This design comes from an exercise in tuning for small area, a short achievable clock period and few clock cycles per item on the open sky130 flow, not from production work.
At most, simulation tests tie the RTL to the original design; equivalence was not proved.

// cry_sha256
module cry_sha256 (
    input  wire         clk,
    input  wire         rst,
    input  wire         in_valid,
    output wire         in_ready,
    input  wire         in_first,
    input  wire [31:0]  in_data,
    output wire         out_valid,
    output wire [255:0] digest
);
Size: ~5,300 cells after synthesis, ~1,100 flip-flops, roughly 290 I/O pins.
==> flow/config.mk <==
export PLATFORM = sky130hd
export DESIGN_NAME = cry_sha256
export DESIGN_NICKNAME = cry_sha256
export VERILOG_FILES = /design/flow/design.v
export SDC_FILE = /design/flow/constraint.sdc
export NUM_CORES = 4
export LEC_CHECK = 0
export CAP_MARGIN = 20
export CORE_MARGIN = 2
export CORE_UTILIZATION = 60
export CTS_CLUSTER_DIAMETER = 70
export CTS_CLUSTER_SIZE = 25
export PLACE_DENSITY = 0.75
export SETUP_SLACK_MARGIN = 5
export SLEW_MARGIN = 20
export TNS_END_PERCENT = 0
==> flow/constraint.sdc <==
create_clock -name core_clock -period 10.0 [get_ports {clk}]
set_input_delay 2.0000 -clock core_clock [delete_from_list [all_inputs] [get_ports {clk}]]
set_output_delay 2.0000 -clock core_clock [all_outputs]
set_load 0.01 [all_outputs]
standard.sh (not shown) runs the stock make flow with config.mk's settings and CLKGATE_MAP_FILE= SYNTH_SCRIPT=/design/flow/synth_recipe.tcl, a recipe that flattens the netlist after the stock synthesis.
==> flow/flow/run.sh <==
#!/bin/bash
# The standard layout (ORFS, standard synthesis), except that the port
# buffers are plain sky130_fd_sc_hd__buf_1 cells rather than the delay
# buffers buffer_ports picks by default. make's output goes to
# flow_standard.log; each ORFS step keeps its own log under orfs/logs/.
set -euo pipefail
bash standard.sh "BUFFER_PORTS_ARGS=-buffer_cell sky130_fd_sc_hd__buf_1" finish > flow_standard.log 2>&1
The baseline produced a clean layout.
Testbench counts at the start, summed over its fixed seeds: cycles 81,952, blocks 1,280.
Change:
- TNS_END_PERCENT: 0 -> not set
The changed run completed without violations.
Worst hold slack degrades by 0.040 ns.
Fmax climbs by 0.88%.
Worst setup slack gains 0.044 ns.
Change:
==> flow/run.sh (new file) <==
#!/bin/bash
# synth_recipe.tcl (not shown) runs the flow's synth.tcl, then flattens the netlist and writes it again
# the make line also repeats each setting of config.mk as NAME=value (left out here)
make -C /OpenROAD-flow-scripts/flow DESIGN_CONFIG=/design/flow/config.mk WORK_HOME=/design/flow/orfs CLKGATE_MAP_FILE= SYNTH_SCRIPT=/design/flow/synth_recipe.tcl finish
removed: flow/flow/run.sh
removed: flow/standard.sh
Result: Worst hold slack is better by 0.021 ns. Worst setup slack is worse by 0.14 ns. Critical path depth came out lower by 3. Register-to-register slack is worse by 0.14 ns.
Change:
==> flow/flow/run.sh (new file) <==
#!/bin/bash
# The standard layout (ORFS, standard synthesis), except that the port
# buffers are plain sky130_fd_sc_hd__buf_1 cells rather than the delay
# buffers buffer_ports picks by default. make's output goes to
# flow_standard.log; each ORFS step keeps its own log under orfs/logs/.
set -euo pipefail
bash standard.sh "BUFFER_PORTS_ARGS=-buffer_cell sky130_fd_sc_hd__buf_1" finish > flow_standard.log 2>&1
==> flow/standard.sh (new file) <==
#!/bin/bash
# synth_recipe.tcl (not shown) runs the flow's synth.tcl, then flattens the netlist and writes it again
# the make line also repeats each setting of config.mk as NAME=value (left out here)
make -C /OpenROAD-flow-scripts/flow DESIGN_CONFIG=/design/flow/config.mk WORK_HOME=/design/flow/orfs CLKGATE_MAP_FILE= SYNTH_SCRIPT=/design/flow/synth_recipe.tcl "${@:-finish}"
- CORE_UTILIZATION: 60 -> 70
- PLACE_DENSITY: 0.75 -> 0.85
removed: flow/run.sh
- The changed run went through all stages and came out clean
- die area falls by 14%
- sequential share of layout area grows by 1.6 points
- design area went down by 3.9%
- final cell count came out lower by 2.2%
- first-iteration DRC count grows by 40%
- clock-buffer cell count rose by 1
- maximum frequency fell by 2.0%
- flip-flop and latch count does not change


cry_sha256, a different RTL version from the one above (not shown whole).
Size in the first run: roughly 5300 cells after synthesis, about 290 I/O pins.
clock: 10.0 ns
lec_check: 0
cap_margin: 20
core_margin: 2
core_utilization: 40
place_density: 0.6
setup_slack_margin: 5
slew_margin: 20
run.sh (not shown) runs the stock make flow with config.mk's settings and CLKGATE_MAP_FILE= SYNTH_SCRIPT=/design/flow/synth_recipe.tcl, a recipe that flattens the netlist after the stock synthesis.
Stock flow here: none of the scripts above is used.
Testbench counts at the start, summed over its fixed seeds: cycles 81,960, blocks 1,280.
Then changed:
CORE_UTILIZATION = 60   (was 40)
CTS_CLUSTER_DIAMETER = 70   (was not set)
CTS_CLUSTER_SIZE = 25   (was not set)
PLACE_DENSITY = 0.75   (was 0.6)
Outcome: Worst setup slack improves by 33 ps. Clock skew shrinks by 34 ps. Sequential share of layout area goes up by 1.6 points.


## red
cry_sha256, a different RTL version from the one above (not shown whole).
Size: about 5100 cells after synthesis, ~58000 um^2 of cells after synthesis.
Design cry_sha256, start of the top module:
module cry_sha256 (
    input  wire         clk,
    input  wire         rst,
    input  wire         in_valid,
    output wire         in_ready,
    input  wire         in_first,
    input  wire [31:0]  in_data,
    output wire         out_valid,
    output wire [255:0] digest
);
export LEC_CHECK = 0
export ABC_CLOCK_PERIOD_IN_PS = 3500
export CAP_MARGIN = 20
export CORE_MARGIN = 2
export CORE_UTILIZATION = 40
export PLACE_DENSITY = 0.6
export SETUP_SLACK_MARGIN = 5
export SLEW_MARGIN = 20
create_clock -name core_clock -period 10.0 [get_ports {clk}]
diff inputs: red => blue
Settings: a deleted ABC_CLOCK_PERIOD_IN_PS that had been 3500; a deleted SETUP_SLACK_MARGIN that had been 5.
### Flow results
Having completed the whole flow, blue delivered a layout that passed the timing, DRC and antenna checks. Multi-input gate share of the layout cell area in blue vs red: down 0.28 points. Summary — final critical-path setup slack, blue relative to red: lower, by 1.27 ns. Per the comparison of blue with red, critical path required time has remained practically unchanged; initial core utilization has remained practically unchanged; routed wire length has decreased.
No run of this note included a check of the RTL's function; only the layout flow was run.


v6:
cry_sha256, a different RTL version from the one above (not shown whole).
Size in the first run: roughly 5,300 cells after synthesis, about 1,100 flip-flops, about 290 I/O pins, ~0.050 mm2 of cells after synthesis.
## cry_sha256
module cry_sha256 (
    input  wire         clk,
    input  wire         rst,
    input  wire         in_valid,
    output wire         in_ready,
    input  wire         in_first,
    input  wire [31:0]  in_data,
    output wire         out_valid,
    output wire [255:0] digest
);
==> flow/config.mk <==
export PLATFORM = sky130hd
export DESIGN_NAME = cry_sha256
export DESIGN_NICKNAME = cry_sha256
export VERILOG_FILES = /design/flow/design.v
export SDC_FILE = /design/flow/constraint.sdc
export NUM_CORES = 4
export LEC_CHECK = 0
export CAP_MARGIN = 20
export CORE_MARGIN = 2
export CORE_UTILIZATION = 60
export CTS_CLUSTER_DIAMETER = 70
export CTS_CLUSTER_SIZE = 25
export PLACE_DENSITY = 0.75
export SETUP_SLACK_MARGIN = 5
export SLEW_MARGIN = 20
==> flow/constraint.sdc <==
create_clock -name core_clock -period 10.0 [get_ports {clk}]
set_input_delay 2.0000 -clock core_clock [delete_from_list [all_inputs] [get_ports {clk}]]
set_output_delay 2.0000 -clock core_clock [all_outputs]
set_load 0.01 [all_outputs]
standard.sh (not shown) runs the stock make flow with config.mk's settings and CLKGATE_MAP_FILE= SYNTH_SCRIPT=/design/flow/synth_recipe.tcl, a recipe that flattens the netlist after the stock synthesis.
==> flow/flow/run.sh <==
#!/bin/bash
# The standard layout (ORFS, standard synthesis), except that the port
# buffers are plain sky130_fd_sc_hd__buf_1 cells rather than the delay
# buffers buffer_ports picks by default. make's output goes to
# flow_standard.log; each ORFS step keeps its own log under orfs/logs/.
set -euo pipefail
bash standard.sh "BUFFER_PORTS_ARGS=-buffer_cell sky130_fd_sc_hd__buf_1" finish > flow_standard.log 2>&1
Relative to v6, the following input files were edited for v7:
==> flow/run.sh (new file) <==
#!/bin/bash
# synth_recipe.tcl (not shown) runs the flow's synth.tcl, then flattens the netlist and writes it again
# the make line also repeats each setting of config.mk as NAME=value (left out here)
make -C /OpenROAD-flow-scripts/flow DESIGN_CONFIG=/design/flow/config.mk WORK_HOME=/design/flow/orfs CLKGATE_MAP_FILE= SYNTH_SCRIPT=/design/flow/synth_recipe.tcl finish
removed: flow/flow/run.sh
removed: flow/standard.sh
## What came out
When v7 is measured against v6, its utilization turns out 2.3 points higher. Shortest clock period the worst path allows after layout on v7 is behind v6. v7 ended up with a higher buffer count excluding the clock tree in the final layout than v6 did. Diff v6 -> v7: largest stage delay on the critical path dropped 0.02 ns, number of fill cells in the layout lost 320, final-layout non-clock buffer area share went up.
Function was not checked in any run of this note: the RTL went through the layout flow alone.

[separate check: timing with driven ports]
In the flow no input, the clock included, has a driving cell. The finished layouts below were timed again as built, in two steps. Step 1, drivers: a clkbuf_16 drives clk and a buf_2 each remaining input, both assumed. Step 2, shift: input delay + t, output delay - t, t = (earliest + latest rising clock arrival at the registers) / 2. This alone moves slack from input paths to output paths. Slacks: ideal ports / drivers / drivers and shift; pairs: ideal ports / drivers.
run	t (ns)	slack for setup (ns)	worst setup path after step 2	latest minus earliest clock arrival (ns)	pins driven straight from the clock port
the first run of note 1	0.744	4.927 / 4.927 / 4.389	input to register	0.065 / 0.066	1
the second run of note 1	0.744	4.971 / 4.971 / 4.426	input to register	0.080 / 0.080	1
the third run of note 1	0.757	4.834 / 4.834 / 4.539	input to register	0.063 / 0.062	1
the fourth run of note 1	0.768	4.731 / 4.731 / 4.356	input to register	0.071 / 0.071	1
the first run of note 2	0.816	4.978 / 4.978 / 4.355	input to register	0.095 / 0.095	1
the second run of note 2	0.757	5.012 / 5.012 / 4.396	input to register	0.060 / 0.060	1
red	0.833	4.776 / 4.776 / 4.470	input to register	0.089 / 0.088	1
blue	0.841	3.504 / 3.548 / 2.708	input to register	0.068 / 0.069	1
v6	0.734	4.825 / 4.825 / 4.558	input to register	0.094 / 0.094	1
v7	0.735	4.798 / 4.798 / 4.370	input to register	0.074 / 0.074	1
After both steps setup and hold are still met in every run listed. The setup slack of blue, which loses most, moves by +0.044 ns with the drivers and by -0.796 ns with both steps.
